Context: an optimization exercise on an open-source flow, tuned for small area, a short achievable clock period and few clock cycles per item. The choices shown serve that exercise and are no tape-out recipe.
At most, simulation tests tie the RTL to the original design; equivalence was not proved.
The RTL of runs 1 to 3 was laid out without a check of its function.

[config.mk]
export PLATFORM = sky130hd
export DESIGN_NAME = skive_enc
export DESIGN_NICKNAME = skive_enc
export VERILOG_FILES = /design/flow/design.v
export SDC_FILE = /design/flow/constraint.sdc
export NUM_CORES = 4
export LEC_CHECK = 0
export CAP_MARGIN = 20
export CORE_MARGIN = 2
export CORE_UTILIZATION = 40
export SLEW_MARGIN = 20
[constraint.sdc]
create_clock -name core_clock -period 110.0 [get_ports {clk}]
set_input_delay 22.0000 -clock core_clock [delete_from_list [all_inputs] [get_ports {clk}]]
set_output_delay 22.0000 -clock core_clock [all_outputs]
set_load 0.01 [all_outputs]
[design.v]
module skive_enc (
    input  wire        clk,
    input  wire        rst,           
    input  wire        in_valid,
    output reg         in_ready,
    input  wire [31:0] in_data,       
    input  wire [1:0]  in_fmt,        
    input  wire        in_last,       
    output reg         out_valid,
    input  wire        out_ready,
    output reg  [7:0]  out_mant,      
    output reg  [15:0] out_hdr,       
    output reg         out_last,      
    output reg         out_err        
);
    localparam [1:0] FMT_B8 = 2'd0, FMT_B6 = 2'd1;
    localparam integer EW = 26;       
    localparam integer RD = 65;       
    localparam integer RW = RD - 1;   
    localparam integer RL = RD + 1;   
    reg  [EW*RL-1:0] ring;
    wire [EW-1:0]    head = ring[EW-1:0];           
    wire [EW-1:0]    wpos = ring[EW*RW +: EW];      
    reg  [6:0]  wdel;         
    reg  [6:0]  rdel;         
    reg  [6:0]  cnt;          
    reg  [5:0]  wcnt;         
    reg  [1:0]  wfmt;
    reg         wpad;         
    reg         wpok;         
    wire        wr_el   = in_valid && in_ready;
    wire        wr      = wpok || wr_el;
    wire [1:0]  wfmt_n  = (wcnt == 6'd0) ? in_fmt : wfmt;
    wire        wend    = (wcnt == ((wfmt_n == FMT_B8) ? 6'd31 : 6'd63));    
    wire [EW-1:0] in_ent = {in_data[31:7], |in_data[6:0]};
    wire [EW-1:0] wdata  = wpad ? {EW{1'b0}} : in_ent;
    reg         nw, nfirst, nlast;
    reg  [1:0]  nfmt;
    reg  [17:0] hkey;         
    reg         hnan;
    wire [7:0]  a_e  = wpos[24:17];
    wire [15:0] a_f  = wpos[16:1];
    wire        a_nan = (a_e == 8'hFF) && (wpos[16:0] != 17'd0);
    wire [7:0]  s_tb = a_e - 8'd6 + ((a_f[15:9] == 7'h7F) ? 8'd1 : 8'd0);
    wire [7:0]  b8_tb = (a_e < 8'd111) ? 8'd105 : (a_e > 8'd141) ? 8'd136 :
                        (s_tb > 8'd136) ? 8'd136 : s_tb;
    wire        a_b6  = (nfmt == FMT_B6);
    wire [17:0] a_sig = {1'b1, wpos[16:0]};
    wire        a_big = a_b6 ? (a_sig[17:13] == 5'b11111) : (a_sig[17:15] == 3'b111);
    reg  [4:0]  a_r0;
    reg  [10:0] a_x;
    reg         a_lx;
    always @* begin
        case ({~a_b6, a_big})
            2'd0: begin a_r0 = a_sig[17:13];         a_x = a_sig[12:2]; a_lx = |a_sig[1:0]; end
            2'd1: begin a_r0 = {1'b0, a_sig[17:14]}; a_x = a_sig[13:3]; a_lx = |a_sig[2:0]; end
            2'd2: begin a_r0 = {2'b0, a_sig[17:15]}; a_x = a_sig[14:4]; a_lx = |a_sig[3:0]; end
            default: begin a_r0 = {3'b0, a_sig[17:16]}; a_x = a_sig[15:5]; a_lx = |a_sig[4:0]; end
        endcase
    end
    reg  [10:0] m31, m7;
    reg  [4:0]  r31;
    reg  [2:0]  r7;
    reg  [5:0]  v31;
    reg  [3:0]  v7;
    integer ai;
    always @* begin
        r31 = a_r0;
        r7  = a_r0[2:0];
        for (ai = 10; ai >= 0; ai = ai - 1) begin
            v31 = {r31, a_x[ai]};
            m31[ai] = v31[5] || (v31[4:0] == 5'b11111);
            r31 = m31[ai] ? (v31[4:0] + 5'd1) : v31[4:0];
            v7 = {r7, a_x[ai]};
            m7[ai] = v7[3] || (v7[2:0] == 3'b111);
            r7 = m7[ai] ? (v7[2:0] + 3'd1) : v7[2:0];
        end
    end
    wire [10:0] a_m  = a_b6 ? m31 : m7;
    wire        a_st = a_lx || (a_b6 ? (r31 != 5'd0) : (r7 != 3'd0));
    wire signed [9:0] d_exp = $signed({2'd0, a_e}) - 10'sd117 + (a_b6 ? 10'sd0 : 10'sd2)
                            + (a_big ? 10'sd1 : 10'sd0);
    wire [9:0]  d_sr  = 10'd1 - d_exp;
    wire [3:0]  d_sh  = d_exp[9] ? ((d_sr > 10'd11) ? 4'd11 : d_sr[3:0]) :
                        (d_exp == 10'sd0) ? 4'd1 : 4'd0;    
    wire [11:0] d_one = 12'd1 << d_sh;
    wire [11:0] d_mt  = {1'b0, a_m} & ~(d_one - 12'd1);      
    wire        d_inc = a_st || ({1'b0, a_m} != d_mt);
    wire [11:0] d_mi  = d_mt + (d_inc ? d_one : 12'd0);      
    wire        d_cy  = d_mi[11];
    wire [7:0]  d_tb  = d_exp[7:0] + 8'd112 + {7'd0, d_cy};
    reg  [17:0] sc_key;
    always @* begin
        if (a_e == 8'd0)
            sc_key = (wpos[16:0] == 17'd0) ? 18'd0 : {8'd103, 10'd0};    
        else if (a_e == 8'hFF || d_exp > 10'sd30 || (d_exp == 10'sd30 && d_cy))
            sc_key = {8'd142, 10'h3FF};                                  
        else if (d_sh == 4'd11)
            sc_key = {8'd103, 10'd0};
        else
            sc_key = {d_tb, d_cy ? 10'd0 : d_mi[9:0]};
    end
    wire [17:0] e_key  = a_nan ? 18'd0 : (nfmt == FMT_B8) ? {b8_tb, 10'd0} : sc_key;
    wire [17:0] hbase  = nfirst ? 18'd0 : hkey;
    wire [17:0] hkey_n = (e_key > hbase) ? e_key : hbase;
    wire        hnan_n = (!nfirst && hnan) || a_nan;
    reg  [20:0] q0, q1;       
    reg  [1:0]  qn;
    wire        hpush = nw && nlast;
    wire [20:0] hq    = {hkey_n, nfmt, hnan_n};
    reg  [5:0]  rj;           
    reg  [1:0]  cfmt;
    reg         cnan;
    reg  [7:0]  ctb;
    reg  [9:0]  cdsig;
    reg         rdok;         
    wire        bfirst = (rj == 6'd0);
    wire [1:0]  b_fmt  = bfirst ? q0[2:1]   : cfmt;
    wire        b_nan  = bfirst ? q0[0]     : cnan;
    wire [7:0]  b_tb   = bfirst ? q0[20:13] : ctb;
    wire [10:0] dsig   = {1'b1, bfirst ? q0[12:3] : cdsig};
    wire        b_end  = (rj == ((b_fmt == FMT_B8) ? 6'd31 : 6'd63));
    wire [7:0]  q_tb   = q0[20:13];
    wire [7:0]  q_s    = q_tb - 8'd121;
    wire [7:0]  q_dsh  = 8'd113 - q_tb;                      
    wire [10:0] q_sub  = {1'b1, q0[12:3]} >> q_dsh[3:0];
    wire [7:0]  q_ef   = q_tb - 8'd112;
    wire [15:0] q_hdr  = (q0[2:1] == FMT_B8) ? {8'h00, q_s} :
                         (q_tb == 8'd0)      ? 16'h0000 :
                         (q_tb > 8'd112)     ? {1'b0, q_ef[4:0], q0[12:3]} :
                                               {6'd0, q_sub[9:0]};
    wire [15:0] b_hdr  = bfirst ? q_hdr : out_hdr;
    wire        silent = !bfirst && cnan;
    wire        rd     = rdok && (silent || !out_valid || out_ready);
    wire        x_s = head[25];
    wire [7:0]  x_e = head[24:17];
    wire [16:0] x_v = {1'b1, head[16:1]};
    wire        x_t = head[0];
    wire        is_b8 = (b_fmt == FMT_B8);
    wire [6:0]  qlim  = is_b8 ? 7'd127 : (b_fmt == FMT_B6) ? 7'd31 : 7'd7;
    wire signed [9:0] tt = $signed({2'b00, x_e}) - $signed({2'b00, b_tb});
    reg  [6:0]  dq;
    reg  [11:0] dr;
    reg  [12:0] dd;
    integer yi;
    always @* begin
        dr = {2'b00, x_v[16:7]};
        for (yi = 6; yi >= 0; yi = yi - 1) begin
            dr = {dr[10:0], x_v[yi]};
            dd = {1'b0, dr} - {2'b00, dsig};
            dq[yi] = !dd[12];
            if (!dd[12]) dr = dd[11:0];
        end
    end
    wire [7:0]  y8   = is_b8 ? x_v[16:9] : {dq, 1'b0};
    wire        yrz  = is_b8 ? (x_v[8:0] != 9'd0) : (dr != 12'd0);
    wire [2:0]  zsh  = 3'd6 - tt[2:0];            
    wire [7:0]  zf   = y8 >> zsh;
    wire        zlost = (y8 & ~(8'hFF << zsh)) != 8'd0;
    wire        zst  = zlost || yrz || x_t;
    wire [6:0]  m0   = zf[7:1];
    wire [7:0]  mr   = {1'b0, m0} + {7'd0, zf[0] & (zst | m0[0])};
    reg  [6:0]  mag;
    always @* begin
        if (x_e == 8'd0 || tt <= -10'sd2)
            mag = 7'd0;
        else if (x_e == 8'hFF || tt >= 10'sd7 || mr > {1'b0, qlim})
            mag = qlim;
        else
            mag = mr[6:0];
    end
    wire [7:0]  mant = x_s ? (8'd0 - {1'b0, mag}) : {1'b0, mag};
    wire        pop    = rd && bfirst;
    wire        idle   = (cnt == 7'd0) && !wr;        
    wire [6:0]  cnt_n  = cnt + {6'd0, wr} - {6'd0, rd};
    wire [6:0]  wdel_d = (wdel == 7'd0) ? (RL[6:0] - 7'd1) : (wdel - 7'd1);
    wire [6:0]  rdel_d = (rdel == 7'd0) ? (RL[6:0] - 7'd1) : (rdel - 7'd1);
    wire [6:0]  wdel_n = idle ? 7'd0 : (wr ? wdel : wdel_d);
    wire [6:0]  rdel_n = idle ? RD[6:0] : (rd ? rdel : rdel_d);
    wire        wpad_n = wr ? (!wend && (wpad || (wr_el && in_last))) : wpad;
    wire        waln_n = (wr || cnt == 7'd0 || wdel == 7'd1) &&
                         !(!rd && (cnt == RL[6:0] || (wr && cnt == RL[6:0] - 7'd1)));
    wire        cnz_n  = wr ? 1'b1 : (cnt > 7'd1 || (cnt == 7'd1 && !rd));
    wire        raln_n = !idle && (rd || rdel == 7'd1);
    wire        rjz_n  = rd ? b_end : bfirst;
    wire        qnz_n  = hpush || qn == 2'd2 || (qn == 2'd1 && !pop);
    always @(posedge clk) begin
        ring <= {head, ring[EW*RL-1:EW]};
        if (wr)
            ring[EW*RW +: EW] <= wdata;
    end
    always @(posedge clk) begin
        if (nw) begin
            hkey <= hkey_n;
            hnan <= hnan_n;
        end
        if (wr) begin
            wfmt   <= wfmt_n;
            nfirst <= (wcnt == 6'd0);
            nlast  <= wend;
            nfmt   <= wfmt_n;
        end
        if (pop) begin
            cfmt  <= q0[2:1];
            cnan  <= q0[0];
            ctb   <= q0[20:13];
            cdsig <= q0[12:3];
        end
        if (pop ? (qn == 2'd2) : (hpush && qn != 2'd0))
            q1 <= hq;
        if (pop ? (qn == 2'd2 || hpush) : (hpush && qn == 2'd0))
            q0 <= (pop && qn == 2'd2) ? q1 : hq;
        if (rd && !silent) begin
            out_mant <= b_nan ? 8'd0 : mant;
            out_hdr  <= b_nan ? 16'd0 : b_hdr;
            out_last <= b_nan || b_end;
            out_err  <= b_nan;
        end
    end
    always @(posedge clk) begin
        if (rst) begin
            wdel      <= 7'd0;
            rdel      <= RD[6:0];
            cnt       <= 7'd0;
            wcnt      <= 6'd0;
            wpad      <= 1'b0;
            wpok      <= 1'b0;
            in_ready  <= 1'b1;
            nw        <= 1'b0;
            qn        <= 2'd0;
            rj        <= 6'd0;
            rdok      <= 1'b0;
            out_valid <= 1'b0;
        end else begin
            cnt  <= cnt_n;
            wdel <= wdel_n;
            rdel <= rdel_n;
            wpad <= wpad_n;
            in_ready <= waln_n && !wpad_n;
            wpok     <= waln_n && wpad_n;
            nw <= wr;
            if (wr)
                wcnt <= wend ? 6'd0 : wcnt + 6'd1;
            qn <= qn + {1'b0, hpush} - {1'b0, pop};
            if (rd)
                rj <= b_end ? 6'd0 : rj + 6'd1;
            rdok <= raln_n && cnz_n && (!rjz_n || qnz_n);
            if (rd && !silent)
                out_valid <= 1'b1;
            else if (out_ready)
                out_valid <= 1'b0;
        end
    end
endmodule
[run.sh]
#!/bin/bash
# synth_recipe.tcl (not shown) runs the flow's synth.tcl, then flattens the netlist and writes it again
# the make line also repeats each setting of config.mk as NAME=value (left out here)
make -C /OpenROAD-flow-scripts/flow DESIGN_CONFIG=/design/flow/config.mk WORK_HOME=/design/flow/orfs CLKGATE_MAP_FILE= SYNTH_SCRIPT=/design/flow/synth_recipe.tcl finish
==> reports/qor.txt, run 1 <==
status = complete, no violations
GPL Wtd Cong = 0.839
CTS clk-pin slew, worst paths = 70 ps
Unique masters post-synth = 99
total core area = 0.133 mm^2
Initial Utilization = 0.403
count of pins over their slew limit = 0
Most common cell on crit path = ha_1
WP data required = 110500 ps
hpwl dp = 61500 um
worst hold margin = 271 ps
Worst Setup Path Type = reg2reg
grt total ovfl = 0
Hold Vio Cnt, Final = 0
Fill cells = 11.8k
H-tree Lvls = 4
Post-synth ARST share = 0
ant diodes = 0
Buf/Inv on CP = 4
CP max stage cell = nor3_1
R2R cell count = 109
fin crit share = 0.230
Syn-to-layout area delta = 15.4%
hold_buf cts = 0
CP Data Arrival Time = 25810 ps
Max Fclk = 0.0395 GHz
Post-DRT Antenna Nets = 0
Min-Delay Path Class = reg2reg
max_slew headroom = 0.221
DRC = 0
Reg area = 0.0385 mm^2
setup TNS = 0 ps
Mean Syn Cell Area = 13.0 um^2
setup bufs post-CTS = 0
fin crit period = 25310 ps
CTS tree = done
Worst path depth = 109
placed cell count = 5895
DR vias = 28.8k
actual slew at the worst max-slew pin = 1160 ps
Seq/Total Area, Yosys = 0.717
Avg WL per Cell = 14.6 um
Top-Level Pins = 67
#FFs+latches synth = 1868
DR pass1 iterations = 6
Final #Nets = 4544
largest net degree at the start of global routing = 45
clk_skew = 59.3 ps
Die Wd = 370 um
DRT iter0 DRCs = 1536
Layout Cells excl Fill = 6187
crit path launch type = flop
Critical Path Sink Type = flop
worst-skew pair later-pin latency = 770 ps
multi-input logic area = 0.0143 mm^2
Routed WL = 90200 um
Num CTS Buffers = 163
GRT Total Usage = 0.131
Worst path max stage delay = 780 ps
Cells on Worst Hold Path = 0
via/cell ratio = 4.65
synthesized cell area = 0.0537 mm^2
first-pass GRT wire length = 145000 um
Cells after Synth = 4129
clk buf depth = 3
max cap viols = 0
Post-synth EDFFs = 111
vias in the first global route = 27.8k
die height = 370 um
Root Driver = clkbuf_16
RSZ-0062 raised after global routing = no
share of cells above drive strength 1 = 0.0883
Critical Path Fanout Max = 44
initial antenna violation count = 5
post_cts resized = 0
num rows = 134
Synth Warn # = 1
crit-path leading delay family = compound AO/OA/AOI/OAI gates
DP Area = 0.0564 mm^2
Primary FF master, synth = dfxtp_1
die area = 0.137 mm^2
Setup violations, final = 0
IO buf count = 65
CTS Sinks = 1868
Design Area, Final = 0.0620 mm^2
## synthesized netlist by cell type (11+ instances only)
cell	instances	share of area
nand2b_1	43	0.0050
and2_1	26	0.0030
a21oi_1	127	0.012
o22ai_1	17	0.0020
nor4_1	33	0.0038
o21a_1	26	0.0036
ha_1	201	0.047
o31ai_1	18	0.0025
a2111oi_0	12	0.0020
or3_1	21	0.0024
a31oi_1	26	0.0030
nand4_1	20	0.0023
or4_1	16	0.0022
inv_1	153	0.011
a211oi_1	21	0.0029
edfxtp_1	111	0.062
o21bai_1	18	0.0025
nand3_1	58	0.0054
o21ai_0	116	0.011
xnor2_1	102	0.017
nand3b_1	30	0.0042
mux2i_1	64	0.012
buf_1	12	0.00084
a21boi_0	12	0.0017
nand2_1	242	0.017
and3_1	27	0.0031
xor2_1	59	0.0096
nor2_1	212	0.015
a21o_1	52	0.0073
fa_1	11	0.0041
o211ai_1	37	0.0052
o31a_1	16	0.0026
nor2b_1	44	0.0051
mux2_2	68	0.014
nor3b_1	11	0.0015
or2_2	16	0.0019
nor3_1	58	0.0054
dfxtp_1	1757	0.65
clkbuf_1	65	0.0045
## per-layer routing
| metal | vias to the layer above | track usage | wire length (um) | share of wire |
|---|---|---|---|---|
| li1 | 14500 | - | - | - |
| met1 | 13600 | 0.187 | 45500 | 0.50 |
| met2 | 520 | 0.198 | 38400 | 0.43 |
| met3 | 169 | 0.0275 | 4010 | 0.044 |
| met4 | 0 | 0.0421 | 2240 | 0.025 |
| met5 | - | 0 | 0 | 0 |
## worst paths after layout
kind | slack [ps] | startpoint | end
hold / removal | 270 | ring[1548] | ring[1522]
setup / recovery | 84690 | wfmt[0] | q0[14]
hold reg to reg | 270 | ring[1548] | ring[1522]
setup reg to reg | 84690 | wfmt[0] | q0[14]
## through the flow
step	util	worst slack [ps]
finish	0.465	84690
global route	0.465	82370
CTS	0.465	84690
global placement	0.423	84430
floorplan	-	85410
detailed placement	0.423	84360
## sequential cells by signal, indices dropped and copies added (netlist names), 8 cells and up
name and count:
cdsig 10, ctb 8, hkey 18, out_hdr 15, out_mant 8, q0 21, q1 21, ring 1716
## cells in the final DEF, fill, tap and decap left out, types with 26 or more instances in the layout
cell type / netlist / final
nor2_1: 212 / 212
mux2i_1: 64 / 63
o211ai_1: 37 / 37
nor2b_1: 44 / 44
nand3_1: 58 / 58
clkdlybuf4s50_1: 0 / 65
xnor2_1: 102 / 102
a31oi_1: 26 / 26
xor2_1: 59 / 59
clkbuf_1: 65 / 30
o21a_1: 26 / 26
nor4_1: 33 / 33
nor3_1: 58 / 58
clkinv_2: 1 / 28
nand3b_1: 30 / 30
nand2_1: 242 / 242
clkbuf_16: 0 / 164
ha_1: 201 / 201
and3_1: 27 / 27
mux2_2: 68 / 68
dfxtp_1: 1757 / 1757
and2_1: 26 / 26
clkbuf_8: 0 / 28
edfxtp_1: 111 / 111
nand2b_1: 43 / 43
a21o_1: 52 / 52
inv_1: 153 / 153
a21oi_1: 127 / 126
o21ai_0: 116 / 115
## cell families (layout without fill, tap and decap cells)
logic type,Yosys count,in the layout,share of synthesized area
AOI/OAI and AO/OA,621,621,0.0788
adders and majority gates,213,213,0.0511
and+or+nand+nor,885,885,0.0819
xor gates and xnor gates,162,162,0.0266
buffers and inverters,245,535,0.0175
muxes,134,134,0.0270
DFF,1868,1868,0.717
other,1,1,0.0000698
## area by class of cell
type | count | area share
flip-flops and latches | 1868 | 0.621
multi-input cells | 2016 | 0.230
clock buffers | 222 | 0.0743
well taps | 1768 | 0.0357
clock inverters | 69 | 0.0155
repair buffers | 88 | 0.0133
inverters | 156 | 0.00947
==> run 2: changes to the inputs <==
--- a/design.v
+++ b/design.v
@@ -48,14 +48,11 @@
     wire [17:0] a_sig = {1'b1, wpos[16:0]};
-    wire        a_big = a_b6 ? (a_sig[17:13] == 5'b11111) : (a_sig[17:15] == 3'b111);
-    reg  [4:0]  a_r0;
-    reg  [10:0] a_x;
-    reg         a_lx;
-    always @* begin
-        case ({~a_b6, a_big})
-            2'd0: begin a_r0 = a_sig[17:13];         a_x = a_sig[12:2]; a_lx = |a_sig[1:0]; end
-            2'd1: begin a_r0 = {1'b0, a_sig[17:14]}; a_x = a_sig[13:3]; a_lx = |a_sig[2:0]; end
-            2'd2: begin a_r0 = {2'b0, a_sig[17:15]}; a_x = a_sig[14:4]; a_lx = |a_sig[3:0]; end
-            default: begin a_r0 = {3'b0, a_sig[17:16]}; a_x = a_sig[15:5]; a_lx = |a_sig[4:0]; end
-        endcase
-    end
+    wire        big31 = (a_sig[17:13] == 5'b11111);
+    wire        big7  = (a_sig[17:15] == 3'b111);
+    wire        a_big = a_b6 ? big31 : big7;
+    wire [4:0]  r31_0 = big31 ? {1'b0, a_sig[17:14]} : a_sig[17:13];
+    wire [10:0] x31   = big31 ? a_sig[13:3] : a_sig[12:2];
+    wire        l31   = big31 ? |a_sig[2:0] : |a_sig[1:0];
+    wire [2:0]  r7_0  = big7 ? {1'b0, a_sig[17:16]} : a_sig[17:15];
+    wire [10:0] x7    = big7 ? a_sig[15:5] : a_sig[14:4];
+    wire        l7    = big7 ? |a_sig[4:0] : |a_sig[3:0];
     reg  [10:0] m31, m7;
@@ -67,11 +64,11 @@
     always @* begin
-        r31 = a_r0;
-        r7  = a_r0[2:0];
+        r31 = r31_0;
+        r7  = r7_0;
         for (ai = 10; ai >= 0; ai = ai - 1) begin
-            v31 = {r31, a_x[ai]};
-            m31[ai] = v31[5] || (v31[4:0] == 5'b11111);
-            r31 = m31[ai] ? (v31[4:0] + 5'd1) : v31[4:0];
-            v7 = {r7, a_x[ai]};
-            m7[ai] = v7[3] || (v7[2:0] == 3'b111);
-            r7 = m7[ai] ? (v7[2:0] + 3'd1) : v7[2:0];
+            v31 = {r31, x31[ai]};
+            m31[ai] = v31[5] || (&v31[4:0]);
+            r31 = v31[4:0] ^ ({&v31[3:0], &v31[2:0], &v31[1:0], v31[0], 1'b1} & {5{m31[ai]}});
+            v7 = {r7, x7[ai]};
+            m7[ai] = v7[3] || (&v7[2:0]);
+            r7 = v7[2:0] ^ ({&v7[1:0], v7[0], 1'b1} & {3{m7[ai]}});
         end
@@ -79,3 +76,3 @@
     wire [10:0] a_m  = a_b6 ? m31 : m7;
-    wire        a_st = a_lx || (a_b6 ? (r31 != 5'd0) : (r7 != 3'd0));
+    wire        a_st = a_b6 ? (l31 || r31 != 5'd0) : (l7 || r7 != 3'd0);
     wire signed [9:0] d_exp = $signed({2'd0, a_e}) - 10'sd117 + (a_b6 ? 10'sd0 : 10'sd2)
@@ -172,5 +169,7 @@
     wire [7:0]  mant = x_s ? (8'd0 - {1'b0, mag}) : {1'b0, mag};
-    wire        pop    = rd && bfirst;
+    reg         pop;          
     wire        idle   = (cnt == 7'd0) && !wr;        
-    wire [6:0]  cnt_n  = cnt + {6'd0, wr} - {6'd0, rd};
+    wire [6:0]  cnt_up = cnt + 7'd1;
+    wire [6:0]  cnt_dn = cnt - 7'd1;
+    wire [6:0]  cnt_n  = (wr == rd) ? cnt : wr ? cnt_up : cnt_dn;
     wire [6:0]  wdel_d = (wdel == 7'd0) ? (RL[6:0] - 7'd1) : (wdel - 7'd1);
@@ -202,3 +201,3 @@
         end
-        if (pop) begin
+        if (bfirst) begin
             cfmt  <= q0[2:1];
@@ -230,2 +229,3 @@
             qn        <= 2'd0;
+            pop       <= 1'b0;
             rj        <= 6'd0;
@@ -244,2 +244,3 @@
             qn <= qn + {1'b0, hpush} - {1'b0, pop};
+            pop <= rd && bfirst;
             if (rd)
--- a/config.mk
+++ b/config.mk
@@ -7,2 +7,3 @@
 export LEC_CHECK = 0
+export ABC_AREA = 1
 export CAP_MARGIN = 20
@@ -10,2 +11,5 @@
 export CORE_UTILIZATION = 40
+export CTS_BUF_LIST = sky130_fd_sc_hd__clkbuf_8
+export CTS_CLUSTER_DIAMETER = 50
+export CTS_CLUSTER_SIZE = 16
 export SLEW_MARGIN = 20
==> run 2 against run 1 <==
Net effect:
- still clean
- global-route usage shrank 0.79 points
- clock skew shrank 12 ps
- sequential share of layout area grew 6.1 points
- register-to-register slack better by 4500 ps
- hold slack better by 36 ps
- largest cell class unchanged
==> reports/qor.txt, run 2 <==
status = complete, no violations (unchanged)
DR vias = 26.4k (was 28.8k)
most frequent cells in the layout = dfxtp_1 (1779), nand2_1 (597), inv_1 (341) (was dfxtp_1 (1757), nand2_1 (242), nor2_1 (212))
Post-synth EDFFs = 90 (was 111)
Initial Utilization = 0.404 (was 0.403)
setup bufs post-CTS = 0 (unchanged)
clk_skew = 47.4 ps (was 59.3 ps)
Num CTS Buffers = 147 (was 163)
largest registers = ring x1716, q0 x21, q1 x21 (unchanged)
GPL Wtd Cong = 0.847 (was 0.839)
clk buf depth = 3 (unchanged)
DRC = 0 (unchanged)
Setup violations, final = 0 (unchanged)
CTS tree = done (unchanged)
RSZ-0062 raised after global routing = no (unchanged)
Min-Delay Path Class = reg2reg (unchanged)
top cells by count, synth = dfxtp_1 (1779), nand2_1 (597), inv_1 (333) (was dfxtp_1 (1757), nand2_1 (242), nor2_1 (212))
Top-Level Pins = 67 (unchanged)
Synth Warn # = 1 (unchanged)
setup TNS = 0 ps (unchanged)
Final #Nets = 4563 (was 4544)
largest net degree at the start of global routing = 63 (was 45)
initial antenna violation count = 11 (was 5)
Root Driver = clkbuf_8 (was clkbuf_16)
Mean Syn Cell Area = 12.2 um^2 (was 13.0 um^2)
Syn-to-layout area delta = 10.3% (was 15.4%)
Avg WL per Cell = 13.1 um (was 14.6 um)
fin crit period = 24450 ps (was 25310 ps)
Buf/Inv on CP = 6 (was 4)
CP Data Arrival Time = 25250 ps (was 25810 ps)
Biggest register = ring (unchanged)
#FFs+latches synth = 1869 (was 1868)
Fill cells = 11.5k (was 11.8k)
crit path launch type = input pin (was flop)
met3 Use GR = 0.0284 (was 0.0275)
total core area = 0.126 mm^2 (was 0.133 mm^2)
num rows = 130 (was 134)
WP data required = 110810 ps (was 110500 ps)
count of pins over their slew limit = 0 (unchanged)
crit path cell chain = clkdlybuf4s50_1 -> nand2_1 -> inv_1 -> nor2_4 -> buf_4 -> clkinv_1 -> o21ai_0 -> inv_1 -> o21ai_0 -> inv_1 -> o21ai_0
via/cell ratio = 4.37 (was 4.65)
actual slew at the worst max-slew pin = 1040 ps (was 1160 ps)
Max Fclk = 0.0409 GHz (was 0.0395 GHz)
Unique masters post-synth = 69 (was 99)
synthesized cell area = 0.0509 mm^2 (was 0.0537 mm^2)
Cells after Synth = 4164 (was 4129)
gr busiest metal = met1 (was met2)
hold_buf cts = 0 (unchanged)
Yosys top cell area share = 0.699 (was 0.655)
Worst Setup Path Type = in2reg (was reg2reg)
share of cells above drive strength 1 = 0.0781 (was 0.0883)
DRT iter0 DRCs = 1453 (was 1536)
Die Wd = 361 um (was 370 um)
post_cts resized = 0 (unchanged)
CTS Sinks = 1869 (was 1868)
crit-path leading delay family = buffers and inverters (was compound AO/OA/AOI/OAI gates)
DR pass1 iterations = 5 (was 6)
Final Util = 0.446 (was 0.465)
die area = 0.130 mm^2 (was 0.137 mm^2)
fin crit share = 0.222 (was 0.230)
CP max stage cell = clkinv_1 (was nor3_1)
multi-input logic area = 0.0110 mm^2 (was 0.0143 mm^2)
Hold Vio Cnt, Final = 0 (unchanged)
max cap viols = 0 (unchanged)
post-synth top area cell = dfxtp_1 (unchanged)
Primary FF master, synth = dfxtp_1 (unchanged)
Design Area, Final = 0.0562 mm^2 (was 0.0620 mm^2)
die height = 361 um (was 370 um)
Area contributors post-synth = dfxtp_1 (70%), edfxtp_1 (5.3%), nand2_1 (4.4%) (was dfxtp_1 (65%), edfxtp_1 (6.2%), ha_1 (4.7%))
first-pass GRT wire length = 129000 um (was 145000 um)
hpwl dp = 54000 um (was 61500 um)
Worst path max stage delay = 770 ps (was 780 ps)
IO buf count = 65 (unchanged)
Post-synth ARST share = 0 (unchanged)
H-tree Lvls = 4 (unchanged)
Seq/Total Area, Yosys = 0.752 (was 0.717)
Setup crit start = in_valid (was wfmt[0])
grt total ovfl = 0 (unchanged)
DP Area = 0.0535 mm^2 (was 0.0564 mm^2)
placed cell count = 5845 (was 5895)
Critical Path Sink Type = flop (unchanged)
Largest register FFs = 1716 (unchanged)
Post-DRT Antenna Nets = 0 (unchanged)
Routed WL = 79300 um (was 90200 um)
global routing usage on met1 = 0.178 (was 0.187)
CTS clk-pin slew, worst paths = 90 ps (was 70 ps)
vias in the first global route = 25.2k (was 27.8k)
worst-skew pair later-pin latency = 880 ps (was 770 ps)
worst hold start = ring[693] (was ring[1548])
worst r2r src = rj[0] (was wfmt[0])
commonest non-fill, non-tap cell in the layout = dfxtp_1 (unchanged)
met2 GRT Util = 0.178 (was 0.198)
Critical Path Fanout Max = 62 (was 44)
count leader, synth = dfxtp_1 (unchanged)
Reg area = 0.0383 mm^2 (was 0.0385 mm^2)
max_slew headroom = 0.303 (was 0.221)
GRT Total Usage = 0.123 (was 0.131)
Layout Cells excl Fill = 6046 (was 6187)
run 2: cells by family (layout without fill, tap and decap cells):
group / Yosys count / count (layout) / synth area share
DFF: 1869 / 1869 / 0.752
and+or+nand+nor: 1073 / 1073 / 0.0918
AOI/OAI and AO/OA: 503 / 503 / 0.0566
buffers and inverters: 410 / 638 / 0.0314
adders and majority gates: 180 / 180 / 0.0457
xor gates and xnor gates: 120 / 120 / 0.0206
muxes: 7 / 7 / 0.00143
other: 2 / 6 / 0.000147
run 2: final timing paths:
check                     end  slack (ps)  cells after the start
setup / recovery      rdel[0]       85550                     11
hold reg to reg     ring[667]         310                      0
setup reg to reg  out_mant[6]       89190                    131
hold / removal      ring[667]         310                      0
run 2: metrics by stage:
stage,setup slack (ps),hold slack (ps)
4_1_cts,85660,309
5_1_grt,85290,317
2_1_floorplan,86020,310
6_report,85550,307
3_5_place_dp,84630,312
3_3_place_gp,84720,310
run 2: worst reg2reg max path: cells and delay by family, from the launching register on:
kind | cells | cell delay (ps)
buf+inv | 17 | 2450
simple gates | 42 | 4480
compound gates | 61 | 9450
flops | 1 | 330
fa+ha+maj | 11 | 3840
run 2: cell type report:
type                            instances  area share
Inverter                              356      0.0238
Timing Repair Buffer                   84      0.0141
Multi-Input combinational cell       1886       0.196
Sequential cell                      1869       0.682
Clock inverter                         48     0.00971
Antenna cell                            3    0.000134
Tap cell                             1650      0.0368
Clock buffer                          150      0.0368
run 2: per-layer routing:
layer  wire length (um)  part of all wire
met1              41600              0.52
met5                  0                 0
met2              31900              0.40
met4               2050             0.026
met3               3730             0.047
==> run 3: changes to the inputs <==
--- a/config.mk
+++ b/config.mk
@@ -10,3 +10,3 @@
 export CORE_MARGIN = 2
-export CORE_UTILIZATION = 40
+export CORE_UTILIZATION = 65
 export CTS_BUF_LIST = sky130_fd_sc_hd__clkbuf_8
@@ -14,2 +14,3 @@
 export CTS_CLUSTER_SIZE = 16
+export PLACE_DENSITY = 0.75
 export SLEW_MARGIN = 20
==> run 3 against run 2 <==
Net effect:
- still clean
- synthesized area is the same
- first-iteration DRC count is 12% higher
- sequential share of layout area is 1.1 points higher
- clock-buffer cell count decreased by 7
- cell count down 10%
- maximum frequency is essentially flat
- die area is 38% lower
- critical endpoint unchanged
- highest routed layer unchanged
==> reports/qor.txt, run 3 <==
Worst Setup Path Type = in2reg (unchanged)
hpwl dp = 54400 um (was 54000 um)
post_cts resized = 0 (unchanged)
most frequent cells in the layout = dfxtp_1 (1779), nand2_1 (597), inv_1 (338) (was dfxtp_1 (1779), nand2_1 (597), inv_1 (341))
Primary FF master, synth = dfxtp_1 (unchanged)
Setup violations, final = 0 (unchanged)
setup bufs post-CTS = 0 (unchanged)
Critical Path Fanout Max = 62 (unchanged)
Cells after Synth = 4164 (unchanged)
DR vias = 26.7k (was 26.4k)
Top-Level Pins = 67 (unchanged)
Avg WL per Cell = 14.9 um (was 13.1 um)
Final #Nets = 4557 (was 4563)
commonest non-fill, non-tap cell in the layout = dfxtp_1 (unchanged)
Unique masters post-synth = 69 (unchanged)
largest net degree at the start of global routing = 63 (unchanged)
Syn-to-layout area delta = 8.55% (was 10.3%)
clk_skew = 48.9 ps (was 47.4 ps)
Post-synth EDFFs = 90 (unchanged)
num rows = 102 (was 130)
metal3 WL = 3910 um (was 3730 um)
CTS Sinks = 1869 (unchanged)
die height = 284 um (was 361 um)
count of pins over their slew limit = 0 (unchanged)
top cells by count, synth = dfxtp_1 (1779), nand2_1 (597), inv_1 (333) (unchanged)
worst hold start = ring[27] (was ring[693])
Reg2Reg Setup Slack = 89040 ps (was 89190 ps)
Seq/Total Area, Yosys = 0.752 (unchanged)
RSZ-0062 raised after global routing = no (unchanged)
CTS tree = done (unchanged)
max cap viols = 0 (unchanged)
grt total ovfl = 0 (unchanged)
Final Util = 0.714 (was 0.446)
Routed WL = 80500 um (was 79300 um)
RR Endpoint = out_mant[4] (was out_mant[6])
setup TNS = 0 ps (unchanged)
total core area = 0.0775 mm^2 (was 0.126 mm^2)
worst-skew pair later-pin latency = 800 ps (was 880 ps)
share of cells above drive strength 1 = 0.0754 (was 0.0781)
Routed met1 length = 40200 um (was 41600 um)
die area = 0.0806 mm^2 (was 0.130 mm^2)
worst r2r src = rj[0] (unchanged)
Design Area, Final = 0.0553 mm^2 (was 0.0562 mm^2)
largest registers = ring x1716, q0 x21, q1 x21 (unchanged)
fin crit period = 24450 ps (about the same)
Largest register FFs = 1716 (unchanged)
count leader, synth = dfxtp_1 (unchanged)
CP Data Arrival Time = 25170 ps (was 25250 ps)
hold_buf cts = 0 (unchanged)
Mean Syn Cell Area = 12.2 um^2 (unchanged)
post-synth top area cell = dfxtp_1 (unchanged)
Min-Delay Path Class = reg2reg (unchanged)
initial antenna violation count = 9 (was 11)
Max Fclk = 0.0409 GHz (about the same)
R2R cell count = 124 (was 131)
Hold Vio Cnt, Final = 0 (unchanged)
fin crit share = 0.222 (about the same)
CTS clk-pin slew, worst paths = 100 ps (was 90 ps)
IO buf count = 65 (unchanged)
DR top layer = met4 (unchanged)
DR pass1 iterations = 7 (was 5)
H-tree Lvls = 4 (unchanged)
worst hold endpoint = ring[1] (was ring[667])
Area contributors post-synth = dfxtp_1 (70%), edfxtp_1 (5.3%), nand2_1 (4.4%) (unchanged)
Cells on Worst Hold Path = 0 (unchanged)
GPL Wtd Cong = 0.887 (was 0.847)
Critical Path Sink Type = flop (unchanged)
DRC = 0 (unchanged)
first-pass GRT wire length = 133000 um (was 129000 um)
crit path launch type = input pin (unchanged)
Post-DRT Antenna Nets = 0 (unchanged)
Synth Warn # = 1 (unchanged)
Initial Utilization = 0.657 (was 0.404)
DRT iter0 DRCs = 1633 (was 1453)
vias in the first global route = 26.0k (was 25.2k)
GRT Total Usage = 0.205 (was 0.123)
max_slew headroom = 0.288 (was 0.303)
clk buf depth = 3 (unchanged)
met2 routed WL = 34700 um (was 31900 um)
Root Driver = clkbuf_8 (unchanged)
Biggest register = ring (unchanged)
synthesized cell area = 0.0509 mm^2 (unchanged)
actual slew at the worst max-slew pin = 1070 ps (was 1040 ps)
Yosys top cell area share = 0.699 (unchanged)
via/cell ratio = 4.94 (was 4.37)
#FFs+latches synth = 1869 (unchanged)
status = complete, no violations (unchanged)
DP Area = 0.0528 mm^2 (was 0.0535 mm^2)
WP data required = 110720 ps (was 110810 ps)
Die Wd = 284 um (was 361 um)
Post-synth ARST share = 0 (unchanged)
Num CTS Buffers = 143 (was 147)
run 3: logic make-up (layout without fill, tap and decap cells):
logic type,count (synthesis),after routing,share of synthesized area
muxes,7,7,0.00143
DFF,1869,1869,0.752
AOI/OAI and AO/OA,503,503,0.0566
and+or+nand+nor,1073,1073,0.0918
adders and majority gates,180,180,0.0457
xor gates and xnor gates,120,120,0.0206
other,2,4,0.000147
buffers and inverters,410,621,0.0314
run 3: worst max-delay path by stage:
stage	slack [ps]	end	startpoint	cells after the start
6_report	85550	rdel[0]	in_valid	11
5_1_grt	85260	rdel[0]	in_valid	11
4_1_cts	85630	rdel[0]	in_valid	11
3_5_place_dp	84780	rdel[0]	in_valid	11
3_3_place_gp	84820	rdel[0]	in_valid	11
2_1_floorplan	86020	out_hdr[0]	out_ready	7
run 3: layout make-up:
class	count	area (um^2)
flip-flops and latches	1869	38300
clock inverters	40	542
well taps	1040	1300
fillers	5201	22200
multi-input cells	1886	11000
diodes	1	2.50
inverters	356	1340
repair buffers	82	778
clock buffers	143	1970
run 3: metrics by stage:
step	setup slack [ps]	hold WS [ps]	instances
2_1_floorplan	86020	310	4165
3_3_place_gp	84820	310	5233
3_5_place_dp	84780	312	5233
4_1_cts	85630	303	5416
5_1_grt	85260	308	5417
6_report	85550	301	5417
run 3: worst max-delay path: stages:
cell and delay, ps:
clkdlybuf4s50_1 390, nand2_1 60, inv_1 60, nor2_4 70, buf_4 560, clkinv_1 740, o21ai_0 580, inv_1 170
o21ai_0 290, inv_1 120, o21ai_0 100
run 3: routing by layer:
layer / up-vias / global-route usage
met5: - / 0
met4: 0 / 0.0623
met3: 130 / 0.0349
met2: 565 / 0.313
met1: 12400 / 0.301
li1: 13700 / -
==> run 4: changes to the inputs <==
--- a/design.v
+++ b/design.v
@@ -170,3 +170,2 @@
     reg         pop;          
-    wire        idle   = (cnt == 7'd0) && !wr;        
     wire [6:0]  cnt_up = cnt + 7'd1;
@@ -176,4 +175,4 @@
     wire [6:0]  rdel_d = (rdel == 7'd0) ? (RL[6:0] - 7'd1) : (rdel - 7'd1);
-    wire [6:0]  wdel_n = idle ? 7'd0 : (wr ? wdel : wdel_d);
-    wire [6:0]  rdel_n = idle ? RD[6:0] : (rd ? rdel : rdel_d);
+    wire [6:0]  wdel_n = (cnt == 7'd0) ? 7'd0 : (wr ? wdel : wdel_d);
+    wire [6:0]  rdel_n = (cnt == 7'd0) ? (wr ? RD[6:0] - 7'd1 : RD[6:0]) : (rd ? rdel : rdel_d);
     wire        wpad_n = wr ? (!wend && (wpad || (wr_el && in_last))) : wpad;
@@ -182,3 +181,3 @@
     wire        cnz_n  = wr ? 1'b1 : (cnt > 7'd1 || (cnt == 7'd1 && !rd));
-    wire        raln_n = !idle && (rd || rdel == 7'd1);
+    wire        raln_n = (cnt != 7'd0) && (rd || rdel == 7'd1);
     wire        rjz_n  = rd ? b_end : bfirst;
@@ -187,3 +186,3 @@
         ring <= {head, ring[EW*RL-1:EW]};
-        if (wr)
+        if (in_ready || wpok)
             ring[EW*RW +: EW] <= wdata;
--- a/config.mk
+++ b/config.mk
@@ -10,3 +10,3 @@
 export CORE_MARGIN = 2
-export CORE_UTILIZATION = 65
+export CORE_UTILIZATION = 40
 export CTS_BUF_LIST = sky130_fd_sc_hd__clkbuf_8
@@ -14,3 +14,2 @@
 export CTS_CLUSTER_SIZE = 16
-export PLACE_DENSITY = 0.75
 export SLEW_MARGIN = 20
==> run 4 against run 3 <==
Net effect:
- cell count is 11% higher
- sequential cell count stayed put
- maximum frequency is 3.0% higher
- non-clock buffer count is 3 higher
- first-iteration DRC count is 2.0% higher
- critical path depth is 10 lower
- largest cell class unchanged
==> reports/qor.txt, run 4 <==
status = complete, no violations (unchanged)
Root Driver = clkbuf_8 (unchanged)
Post-synth EDFFs = 90 (unchanged)
Area contributors post-synth = dfxtp_1 (70%), edfxtp_1 (5.3%), ha_1 (4.2%) (was dfxtp_1 (70%), edfxtp_1 (5.3%), nand2_1 (4.4%))
WP data required = 88000 ps (was 110720 ps)
initial antenna violation count = 10 (was 9)
crit-path leading delay family = buffers and inverters (unchanged)
max cap viols = 0 (unchanged)
worst-skew pair later-pin latency = 840 ps (was 800 ps)
Reg area = 0.0383 mm^2 (unchanged)
DRC = 0 (unchanged)
Reg2Reg Setup Slack = 89130 ps (was 89040 ps)
Cells after Synth = 4146 (was 4164)
post-synth top area cell = dfxtp_1 (unchanged)
crit path cell chain = clkdlybuf4s50_1 (was clkdlybuf4s50_1 -> nand2_1 -> inv_1 -> nor2_4 -> buf_4 -> clkinv_1 -> o21ai_0 -> inv_1 -> o21ai_0 -> inv_1 -> o21ai_0)
max_slew headroom = 0.310 (was 0.288)
Critical Path Fanout Max = 3 (was 62)
Buf/Inv on CP = 1 (was 6)
clk_skew = 36.6 ps (was 48.9 ps)
crit path launch type = flop (was input pin)
Fill cells = 11.6k (was 5201)
hpwl dp = 54300 um (was 54400 um)
fin crit share = 0.216 (was 0.222)
Top-Level Pins = 67 (unchanged)
count leader, synth = dfxtp_1 (unchanged)
fin worst setup slack = 86250 ps (was 85550 ps)
Die Wd = 361 um (was 284 um)
CTS Sinks = 1869 (unchanged)
grt total ovfl = 0 (unchanged)
hold_buf cts = 0 (unchanged)
Worst path max stage delay = 540 ps (was 740 ps)
worst slack, placed = 85350 ps (was 84780 ps)
multi-input logic area = 0.0110 mm^2 (about the same)
die area = 0.130 mm^2 (was 0.0806 mm^2)
commonest non-fill, non-tap cell in the layout = dfxtp_1 (unchanged)
Yosys top cell area share = 0.699 (about the same)
via/cell ratio = 4.40 (was 4.94)
setup bufs post-CTS = 0 (unchanged)
Max Fclk = 0.0421 GHz (was 0.0409 GHz)
share of cells above drive strength 1 = 0.0783 (was 0.0754)
Syn-to-layout area delta = 10.3% (was 8.55%)
worst hold margin = 310 ps (was 301 ps)
Initial Utilization = 0.404 (was 0.657)
Post-synth ARST share = 0 (unchanged)
die height = 361 um (was 284 um)
Largest register FFs = 1716 (unchanged)
DRT iter0 DRCs = 1666 (was 1633)
Worst Setup Path Type = reg2out (was in2reg)
synthesized cell area = 0.0510 mm^2 (was 0.0509 mm^2)
vias in the first global route = 25.2k (was 26.0k)
DP Area = 0.0535 mm^2 (was 0.0528 mm^2)
CTS tree = done (unchanged)
top cells by count, synth = dfxtp_1 (1779), nand2_1 (533), inv_1 (350) (was dfxtp_1 (1779), nand2_1 (597), inv_1 (333))
IO buf count = 65 (unchanged)
CTS clk-pin slew, worst paths = 100 ps (about the same)
fin crit period = 23750 ps (was 24450 ps)
actual slew at the worst max-slew pin = 1030 ps (was 1070 ps)
Critical Path Sink Type = primary output (was flop)
GPL Wtd Cong = 0.827 (was 0.887)
clk buf depth = 3 (unchanged)
Hold Vio Cnt, Final = 0 (unchanged)
num rows = 130 (was 102)
largest registers = ring x1716, q0 x21, q1 x21 (unchanged)
Min-Delay Path Class = reg2reg (unchanged)
largest net degree at the start of global routing = 35 (was 63)
Synth Warn # = 1 (unchanged)
Post-DRT Antenna Nets = 0 (unchanged)
DR pass1 iterations = 5 (was 7)
Setup violations, final = 0 (unchanged)
first-pass GRT wire length = 128000 um (was 133000 um)
Final #Nets = 4540 (was 4557)
Routed WL = 78500 um (was 80500 um)
Primary FF master, synth = dfxtp_1 (unchanged)
CP Data Arrival Time = 1750 ps (was 25170 ps)
RSZ-0062 raised after global routing = no (unchanged)
GRT Total Usage = 0.122 (was 0.205)
Mean Syn Cell Area = 12.3 um^2 (was 12.2 um^2)
setup TNS = 0 ps (unchanged)
most frequent cells in the layout = dfxtp_1 (1779), nand2_1 (532), inv_1 (355) (was dfxtp_1 (1779), nand2_1 (597), inv_1 (338))
#FFs+latches synth = 1869 (unchanged)
Unique masters post-synth = 72 (was 69)
DR vias = 26.5k (was 26.7k)
H-tree Lvls = 4 (unchanged)
Num CTS Buffers = 147 (was 143)
Avg WL per Cell = 13.0 um (was 14.9 um)
CP max stage cell = clkdlybuf4s50_1 (was clkinv_1)
Design Area, Final = 0.0562 mm^2 (was 0.0553 mm^2)
post_cts resized = 0 (unchanged)
count of pins over their slew limit = 0 (unchanged)
total core area = 0.126 mm^2 (was 0.0775 mm^2)
Seq/Total Area, Yosys = 0.752 (about the same)
Biggest register = ring (unchanged)
[run 4: cell count changes after synthesis, moves of 12 or more]
cell | previous run | this run
nor3_1 | 24 | 36
o21ai_0 | 234 | 201
o21ai_1 | 20 | 38
nand2_1 | 597 | 533
inv_1 | 333 | 350
nor2_1 | 187 | 173
[run 4: logic make-up after synthesis]
| kind of cell | Yosys count | synth area share |
|---|---|---|
| AO/OA/AOI/OAI | 518 | 0.0592 |
| XOR/XNOR | 118 | 0.0203 |
| adder cells (fa/ha/maj) | 179 | 0.0454 |
| buffers and inverters | 432 | 0.0330 |
| flip-flops | 1869 | 0.752 |
| multiplexers | 9 | 0.00182 |
| other | 2 | 0.000147 |
| AND/OR/NAND/NOR | 1019 | 0.0882 |
[run 4: per-layer routing]
layer,global-route usage,part of all wire,vias up
met5,0,0,-
met4,0.0519,0.030,0
met3,0.0307,0.058,156
met2,0.173,0.40,449
met1,0.177,0.51,12200
li1,-,-,13700
[run 4: layout make-up]
class | count | share of cell area
sequential | 1869 | 0.682
multi-input combinational | 1846 | 0.195
clock buffer | 154 | 0.0377
tap | 1650 | 0.0367
inverter | 373 | 0.0249
timing repair buffer | 85 | 0.0143
clock inverter | 41 | 0.00893
antenna | 3 | 0.000134
[run 4: stage by stage]
step / cells / utilization
floorplan: 4147 / -
global placement: 5823 / 0.425
detailed placement: 5823 / 0.425
CTS: 6018 / 0.446
global route: 6020 / 0.446
finish: 6021 / 0.446
[run 4: worst paths after layout]
path,from,endpoint,depth (start not counted)
setup / recovery,out_valid,out_valid,1
setup reg to reg,rj[0],out_mant[6],123
hold / removal,ring[1637],ring[1611],0
hold reg to reg,ring[1637],ring[1611],0
Testbench counts of run 4, summed over its fixed seeds: cycles 170,928, items 3,200.
==> run 5: changes to the inputs <==
--- a/config.mk
+++ b/config.mk
@@ -11,5 +11,5 @@
 export CORE_UTILIZATION = 40
-export CTS_BUF_LIST = sky130_fd_sc_hd__clkbuf_8
-export CTS_CLUSTER_DIAMETER = 50
-export CTS_CLUSTER_SIZE = 16
+export CTS_BUF_LIST = sky130_fd_sc_hd__clkbuf_16
+export CTS_CLUSTER_DIAMETER = 60
+export CTS_CLUSTER_SIZE = 30
 export SLEW_MARGIN = 20
==> run 5 against run 4 <==
Net effect:
- wire length shrank 0.40%
- critical endpoint is now rdel[5]
- still clean on timing, DRC and antenna
- highest routed layer unchanged
- largest cell class unchanged
- final area grew 1.0%
- register-to-register slack gained 30 ps
==> reports/qor.txt, run 5 <==
status = complete, no violations (unchanged)
Worst path max stage delay = 390 ps (was 540 ps)
Initial Utilization = 0.404 (unchanged)
actual slew at the worst max-slew pin = 1030 ps (about the same)
DRC = 0 (unchanged)
Hold Vio Cnt, Final = 0 (unchanged)
Top-Level Pins = 67 (unchanged)
max cap viols = 0 (unchanged)
worst-skew pair later-pin latency = 690 ps (was 840 ps)
Critical Path Fanout Max = 13 (was 3)
H-tree Lvls = 3 (was 4)
Worst Setup Path Type = in2reg (was reg2out)
top cells by count, synth = dfxtp_1 (1779), nand2_1 (533), inv_1 (350) (unchanged)
post_cts resized = 0 (unchanged)
Area contributors post-synth = dfxtp_1 (70%), edfxtp_1 (5.3%), ha_1 (4.2%) (unchanged)
DRT iter0 DRCs = 1798 (was 1666)
die area = 0.130 mm^2 (unchanged)
hpwl dp = 54300 um (unchanged)
Seq/Total Area, Yosys = 0.752 (unchanged)
CP Data Arrival Time = 24360 ps (was 1750 ps)
IO buf count = 65 (unchanged)
first-pass GRT wire length = 127000 um (was 128000 um)
total core area = 0.126 mm^2 (unchanged)
largest registers = ring x1716, q0 x21, q1 x21 (unchanged)
worst r2r src = rj[0] (unchanged)
Synth Warn # = 1 (unchanged)
Yosys top cell area share = 0.699 (unchanged)
Post-synth ARST share = 0 (unchanged)
largest net degree at the start of global routing = 35 (unchanged)
Cells after Synth = 4146 (unchanged)
Min-Delay Path Class = reg2reg (unchanged)
DP Area = 0.0535 mm^2 (unchanged)
Post-DRT Antenna Nets = 0 (unchanged)
Most common cell on crit path = inv_1
Design Area, Final = 0.0567 mm^2 (was 0.0562 mm^2)
clk_skew = 42.4 ps (was 36.6 ps)
worst hold endpoint = ring[922] (was ring[1611])
commonest non-fill, non-tap cell in the layout = dfxtp_1 (unchanged)
most frequent cells in the layout = dfxtp_1 (1779), nand2_1 (532), inv_1 (354) (was dfxtp_1 (1779), nand2_1 (532), inv_1 (355))
CTS clk-pin slew, worst paths = 100 ps (about the same)
setup TNS = 0 ps (unchanged)
via/cell ratio = 4.39 (was 4.40)
Final Util = 0.450 (was 0.446)
crit path launch type = input pin (was flop)
GPL Wtd Cong = 0.827 (unchanged)
fin worst setup slack = 86200 ps (was 86250 ps)
Max Fclk = 0.0420 GHz (was 0.0421 GHz)
count of pins over their slew limit = 0 (unchanged)
fin crit share = 0.216 (about the same)
die height = 361 um (unchanged)
RR Endpoint = out_mant[6] (unchanged)
Routed WL = 78200 um (was 78500 um)
vias in the first global route = 24.7k (was 25.2k)
CP max stage cell = clkdlybuf4s50_1 (unchanged)
initial antenna violation count = 8 (was 10)
CTS tree = done (unchanged)
Layout Cells excl Fill = 5978 (was 6021)
Critical Path Sink Type = flop (was primary output)
fin crit period = 23800 ps (was 23750 ps)
ant diodes = 0 (was 3)
count leader, synth = dfxtp_1 (unchanged)
hold_buf cts = 0 (unchanged)
R2R cell count = 123 (unchanged)
num rows = 130 (unchanged)
CTS Sinks = 1869 (unchanged)
Largest register FFs = 1716 (unchanged)
Die Wd = 361 um (unchanged)
Root Driver = clkbuf_16 (was clkbuf_8)
clk buf depth = 3 (unchanged)
Biggest register = ring (unchanged)
Syn-to-layout area delta = 11.4% (was 10.3%)
Primary FF master, synth = dfxtp_1 (unchanged)
Avg WL per Cell = 13.1 um (was 13.0 um)
Reg2Reg Setup Slack = 89160 ps (was 89130 ps)
#FFs+latches synth = 1869 (unchanged)
RSZ-0062 raised after global routing = no (unchanged)
worst hold start = ring[948] (was ring[1637])
Mean Syn Cell Area = 12.3 um^2 (unchanged)
Unique masters post-synth = 72 (unchanged)
DR pass1 iterations = 5 (unchanged)
DR vias = 26.2k (was 26.5k)
share of cells above drive strength 1 = 0.0686 (was 0.0783)
Cells on Worst Hold Path = 0 (unchanged)
crit path cell chain = clkdlybuf4s50_1 -> inv_1 -> nand3_1 -> and2_1 -> inv_1 -> nor2_1 -> inv_1 -> nand3_1 -> or2_2 -> or2_2 -> xor2_1 -> nor2_1 (was clkdlybuf4s50_1)
Num CTS Buffers = 92 (was 147)
grt total ovfl = 0 (unchanged)
max_slew headroom = 0.312 (was 0.310)
GRT Total Usage = 0.120 (was 0.122)
synthesized cell area = 0.0510 mm^2 (unchanged)
Final #Nets = 4485 (was 4540)
setup bufs post-CTS = 0 (unchanged)
Setup violations, final = 0 (unchanged)
Post-synth EDFFs = 90 (unchanged)
post-synth top area cell = dfxtp_1 (unchanged)
worst slack, placed = 85350 ps (unchanged)
placed cell count = 5823 (unchanged)
WP data required = 110560 ps (was 88000 ps)
-- run 5: cell counts after synthesis --
No cell type changed its count.
-- run 5: through the flow --
stage	hold WS (ps)
2_1_floorplan	310
3_3_place_gp	310
3_5_place_dp	312
4_1_cts	287
5_1_grt	291
6_report	286
-- run 5: cell type report --
cell class,instances,area (um^2)
clock buffer,94,2350
sequential,1869,38300
multi-input combinational,1846,11000
timing repair buffer,85,801
clock inverter,61,845
fill,11500,69300
inverter,373,1400
tap,1650,2060
-- run 5: cell families after synthesis --
logic type	count (synthesis)	share of synthesized area
adder cells (fa/ha/maj)	179	0.0454
AO/OA/AOI/OAI	518	0.0592
other	2	0.000147
buffers and inverters	432	0.0330
XOR/XNOR	118	0.0203
AND/OR/NAND/NOR	1019	0.0882
flip-flops	1869	0.752
multiplexers	9	0.00182
-- run 5: how the worst max path moves through the flow --
| stage | startpoint | end | depth (start not counted) |
|---|---|---|---|
| floorplan | out_ready | out_hdr[0] | 6 |
| global placement | out_ready | out_hdr[0] | 6 |
| detailed placement | out_ready | out_hdr[0] | 6 |
| CTS | out_ready | out_hdr[8] | 6 |
| global route | out_ready | rdel[5] | 12 |
| finish | out_ready | rdel[5] | 12 |
-- run 5: per-layer routing --
layer | vias to the layer above | wire (um) | global-route usage
li1 | 13600 | - | -
met2 | 387 | 31200 | 0.173
met4 | 0 | 2290 | 0.0436
met3 | 142 | 3970 | 0.0242
met5 | - | 0 | 0
met1 | 12100 | 40700 | 0.177
-- run 5: critical path: cells and delay by family --
| family | cells | cell delay [ps] |
|---|---|---|
| XOR/XNOR | 1 | 150 |
| buffers and inverters | 4 | 1000 |
| AND/OR/NAND/NOR | 7 | 1200 |
==> run 6: changes to the inputs <==
==> flow/run.sh (new file) <==
#!/bin/bash
# The standard layout, with the port buffers made of sky130_fd_sc_hd__buf_2
# instead of the delay buffers buffer_ports picks by default. The full output
# of the flow goes to standard.log in the work folder; ORFS's own per-step logs
# are under orfs/logs/.
set -euo pipefail
bash standard.sh 'BUFFER_PORTS_ARGS=-buffer_cell sky130_fd_sc_hd__buf_2' finish > standard.log 2>&1
==> standard.sh (new file) <==
#!/bin/bash
# synth_recipe.tcl (not shown) runs the flow's synth.tcl, then flattens the netlist and writes it again
# the make line also repeats each setting of config.mk as NAME=value (left out here)
make -C /OpenROAD-flow-scripts/flow DESIGN_CONFIG=/design/flow/config.mk WORK_HOME=/design/flow/orfs CLKGATE_MAP_FILE= SYNTH_SCRIPT=/design/flow/synth_recipe.tcl "${@:-finish}"
--- a/config.mk
+++ b/config.mk
@@ -11,5 +11,5 @@
 export CORE_UTILIZATION = 40
-export CTS_BUF_LIST = sky130_fd_sc_hd__clkbuf_16
-export CTS_CLUSTER_DIAMETER = 60
-export CTS_CLUSTER_SIZE = 30
+export CTS_BUF_LIST = sky130_fd_sc_hd__clkbuf_8
+export CTS_CLUSTER_DIAMETER = 50
+export CTS_CLUSTER_SIZE = 16
 export SLEW_MARGIN = 20
removed: run.sh
==> run 6 against run 5 <==
Net effect:
- sequential cell count unchanged
- critical endpoint is now out_hdr[12]
- still clean
- clock-buffer cell count is 56 higher
- clock skew grew 4.6 ps
- global-route usage about the same
- setup slack better by 420 ps
- critical path type is now reg2out
- largest cell class unchanged
- first-iteration DRC count is 18% lower
==> reports/qor.txt, run 6 <==
Layout Cells excl Fill = 6019 (was 5978)
CTS tree = done (unchanged)
Routed WL = 78700 um (was 78200 um)
Avg WL per Cell = 13.1 um (about the same)
die area = 0.130 mm^2 (unchanged)
RSZ-0062 raised after global routing = no (unchanged)
hpwl dp = 54200 um (was 54300 um)
DR vias = 26.4k (was 26.2k)
Worst path max stage delay = 390 ps (about the same)
max cap viols = 0 (unchanged)
GPL Wtd Cong = 0.823 (was 0.827)
largest registers = ring x1716, q0 x21, q1 x21 (unchanged)
placed cell count = 5824 (was 5823)
crit path launch type = flop (was input pin)
Top-Level Pins = 67 (unchanged)
Post-DRT Antenna Nets = 0 (unchanged)
setup bufs post-CTS = 0 (unchanged)
worst-skew pair later-pin latency = 840 ps (was 690 ps)
total core area = 0.126 mm^2 (unchanged)
Cells after Synth = 4146 (unchanged)
largest net degree at the start of global routing = 35 (unchanged)
Unique masters post-synth = 72 (unchanged)
Final #Nets = 4540 (was 4485)
actual slew at the worst max-slew pin = 1060 ps (was 1030 ps)
Critical Path Fanout Max = 1 (was 13)
Post-synth ARST share = 0 (unchanged)
num rows = 130 (unchanged)
Buf/Inv on CP = 1 (was 4)
Final Util = 0.443 (was 0.450)
post_cts resized = 0 (unchanged)
Largest register FFs = 1716 (unchanged)
grt total ovfl = 0 (unchanged)
Post-synth EDFFs = 90 (unchanged)
Seq/Total Area, Yosys = 0.752 (unchanged)
die height = 361 um (unchanged)
Num CTS Buffers = 146 (was 92)
status = complete, no violations (unchanged)
synthesized cell area = 0.0510 mm^2 (unchanged)
Syn-to-layout area delta = 9.54% (was 11.4%)
commonest non-fill, non-tap cell in the layout = dfxtp_1 (unchanged)
#FFs+latches synth = 1869 (unchanged)
Area contributors post-synth = dfxtp_1 (70%), edfxtp_1 (5.3%), ha_1 (4.2%) (unchanged)
post-synth top area cell = dfxtp_1 (unchanged)
worst hold margin = 297 ps (was 286 ps)
CP max stage cell = edfxtp_1 (was clkdlybuf4s50_1)
Primary FF master, synth = dfxtp_1 (unchanged)
clk buf depth = 3 (unchanged)
GRT Total Usage = 0.120 (about the same)
Initial Utilization = 0.404 (unchanged)
CTS clk-pin slew, worst paths = 100 ps (about the same)
Root Driver = clkbuf_8 (was clkbuf_16)
Setup crit start = out_hdr[12] (was out_ready)
Yosys top cell area share = 0.699 (unchanged)
worst hold endpoint = ring[1178] (was ring[922])
Biggest register = ring (unchanged)
Cells on Worst Hold Path = 0 (unchanged)
DRT iter0 DRCs = 1467 (was 1798)
Min-Delay Path Class = reg2reg (unchanged)
RR Endpoint = out_mant[2] (was out_mant[6])
IO buf count = 65 (unchanged)
H-tree Lvls = 4 (was 3)
via/cell ratio = 4.38 (was 4.39)
Hold Vio Cnt, Final = 0 (unchanged)
CP Data Arrival Time = 1380 ps (was 24360 ps)
hold_buf cts = 0 (unchanged)
fin crit share = 0.213 (was 0.216)
CTS Sinks = 1869 (unchanged)
Die Wd = 361 um (unchanged)
worst hold start = ring[1204] (was ring[948])
Setup violations, final = 0 (unchanged)
count leader, synth = dfxtp_1 (unchanged)
share of cells above drive strength 1 = 0.0930 (was 0.0686)
WP data required = 88000 ps (was 110560 ps)
first-pass GRT wire length = 126000 um (was 127000 um)
crit path cell chain = buf_2 (was clkdlybuf4s50_1 -> inv_1 -> nand3_1 -> and2_1 -> inv_1 -> nor2_1 -> inv_1 -> nand3_1 -> or2_2 -> or2_2 -> xor2_1 -> nor2_1)
top cells by count, synth = dfxtp_1 (1779), nand2_1 (533), inv_1 (350) (unchanged)
count of pins over their slew limit = 0 (unchanged)
max_slew headroom = 0.291 (was 0.312)
setup TNS = 0 ps (unchanged)
Mean Syn Cell Area = 12.3 um^2 (unchanged)
DRC = 0 (unchanged)
worst r2r src = rj[0] (unchanged)
fin crit period = 23380 ps (was 23800 ps)
R2R cell count = 123 (unchanged)
Reg2Reg Setup Slack = 88960 ps (was 89160 ps)
Max Fclk = 0.0428 GHz (was 0.0420 GHz)
crit-path leading delay family = flip-flops (was simple AND/OR/NAND/NOR gates)
initial antenna violation count = 7 (was 8)
DR pass1 iterations = 5 (unchanged)
clk_skew = 46.9 ps (was 42.4 ps)
Worst Setup Path Type = reg2out (was in2reg)
most frequent cells in the layout = dfxtp_1 (1779), nand2_1 (533), inv_1 (354) (was dfxtp_1 (1779), nand2_1 (532), inv_1 (354))
Synth Warn # = 1 (unchanged)
Critical Path Sink Type = primary output (was flop)
vias in the first global route = 24.8k (was 24.7k)
-- run 6: changes by cell type in the layout (fill, tap and decap cells not counted), moves of 4 or more --
cell | before | now
clkbuf_8 | 0 | 150
clkbuf_16 | 94 | 0
buf_2 | 0 | 65
clkdlybuf4s50_1 | 65 | 0
clkinv_16 | 10 | 0
clkinv_1 | 11 | 5
inv_12 | 3 | 7
-- run 6: worst max path at each step --
stage,depth (start not counted),to,slack (ps)
after detailed placement,6,out_hdr[0],85700
after global placement,6,out_hdr[0],85760
after floorplan,6,out_hdr[0],86450
after global routing,12,rdel[5],86500
final,1,out_hdr[12],86620
after CTS,1,out_hdr[12],86490
-- run 6: layer usage --
metal / global-route usage / vias to the layer above / part of all wire
li1: - / 13700 / -
met5: 0 / - / 0
met2: 0.172 / 401 / 0.40
met3: 0.0285 / 134 / 0.049
met4: 0.0455 / 0 / 0.025
met1: 0.175 / 12200 / 0.53
-- run 6: metrics by stage --
| stage | setup WS (ps) | area (um^2) |
|---|---|---|
| global route | 86500 | 55800 |
| finish | 86620 | 55800 |
| CTS | 86490 | 55800 |
| floorplan | 86450 | 51000 |
| detailed placement | 85700 | 53200 |
| global placement | 85760 | 53200 |
-- run 6: area by class of cell --
cell class              instances  area [um^2]
diodes                          2         5.00
clock buffers                 150         2060
clock inverters                43          509
fillers                     11600        70200
inverters                     373         1400
multi-input cells            1846        11000
flip-flops and latches       1869        38300
well taps                    1650         2060
repair buffers                 86          483
-- run 6: kinds of logic (layout without fill, tap and decap cells) --
logic type | count (synthesis) | count (layout) | share of synthesized area
compound gates | 518 | 518 | 0.0592
xor+xnor | 118 | 118 | 0.0203
fa+ha+maj | 179 | 179 | 0.0454
buf+inv | 432 | 652 | 0.0330
flops | 1869 | 1869 | 0.752
mux | 9 | 9 | 0.00182
other cells | 2 | 5 | 0.000147
simple gates | 1019 | 1019 | 0.0882

## separate check: timing with driven ports
The flow's constraints put no driver on any port. The routed layouts listed below were extracted and timed again, unchanged, in two steps.
Step 1, drivers: a clkbuf_16 drives clk and a buf_2 each remaining input, both assumed.
Step 2 times the ports against the registers' clock, not the clock port: input delays grow and output delays shrink by t, the midpoint of the rising clock arrivals with the driver on.
Slacks: ideal ports / drivers / drivers and shift; pairs: ideal ports / drivers.
| run | shift t [ns] | setup slack, ns | clock arrival spread, ns | pins driven straight from the clock port |
|---|---|---|---|---|
| run 1 | 0.810 | 84.687 / 84.687 / 84.375 | 0.073 / 0.073 | 1 |
| run 2 | 0.920 | 85.552 / 85.594 / 84.674 | 0.048 / 0.048 | 1 |
| run 3 | 0.837 | 85.552 / 85.588 / 84.752 | 0.049 / 0.049 | 1 |
| run 4 | 0.893 | 86.253 / 86.187 / 85.512 | 0.044 / 0.045 | 1 |
| run 5 | 0.742 | 86.198 / 86.247 / 85.506 | 0.044 / 0.045 | 1 |
| run 6 | 0.891 | 86.620 / 86.553 / 85.829 | 0.058 / 0.058 | 1 |
After both steps every run listed still meets setup and hold. For run 2, which loses most, drivers alone change the setup slack by +0.042 ns; drivers and shift together by -0.878 ns.
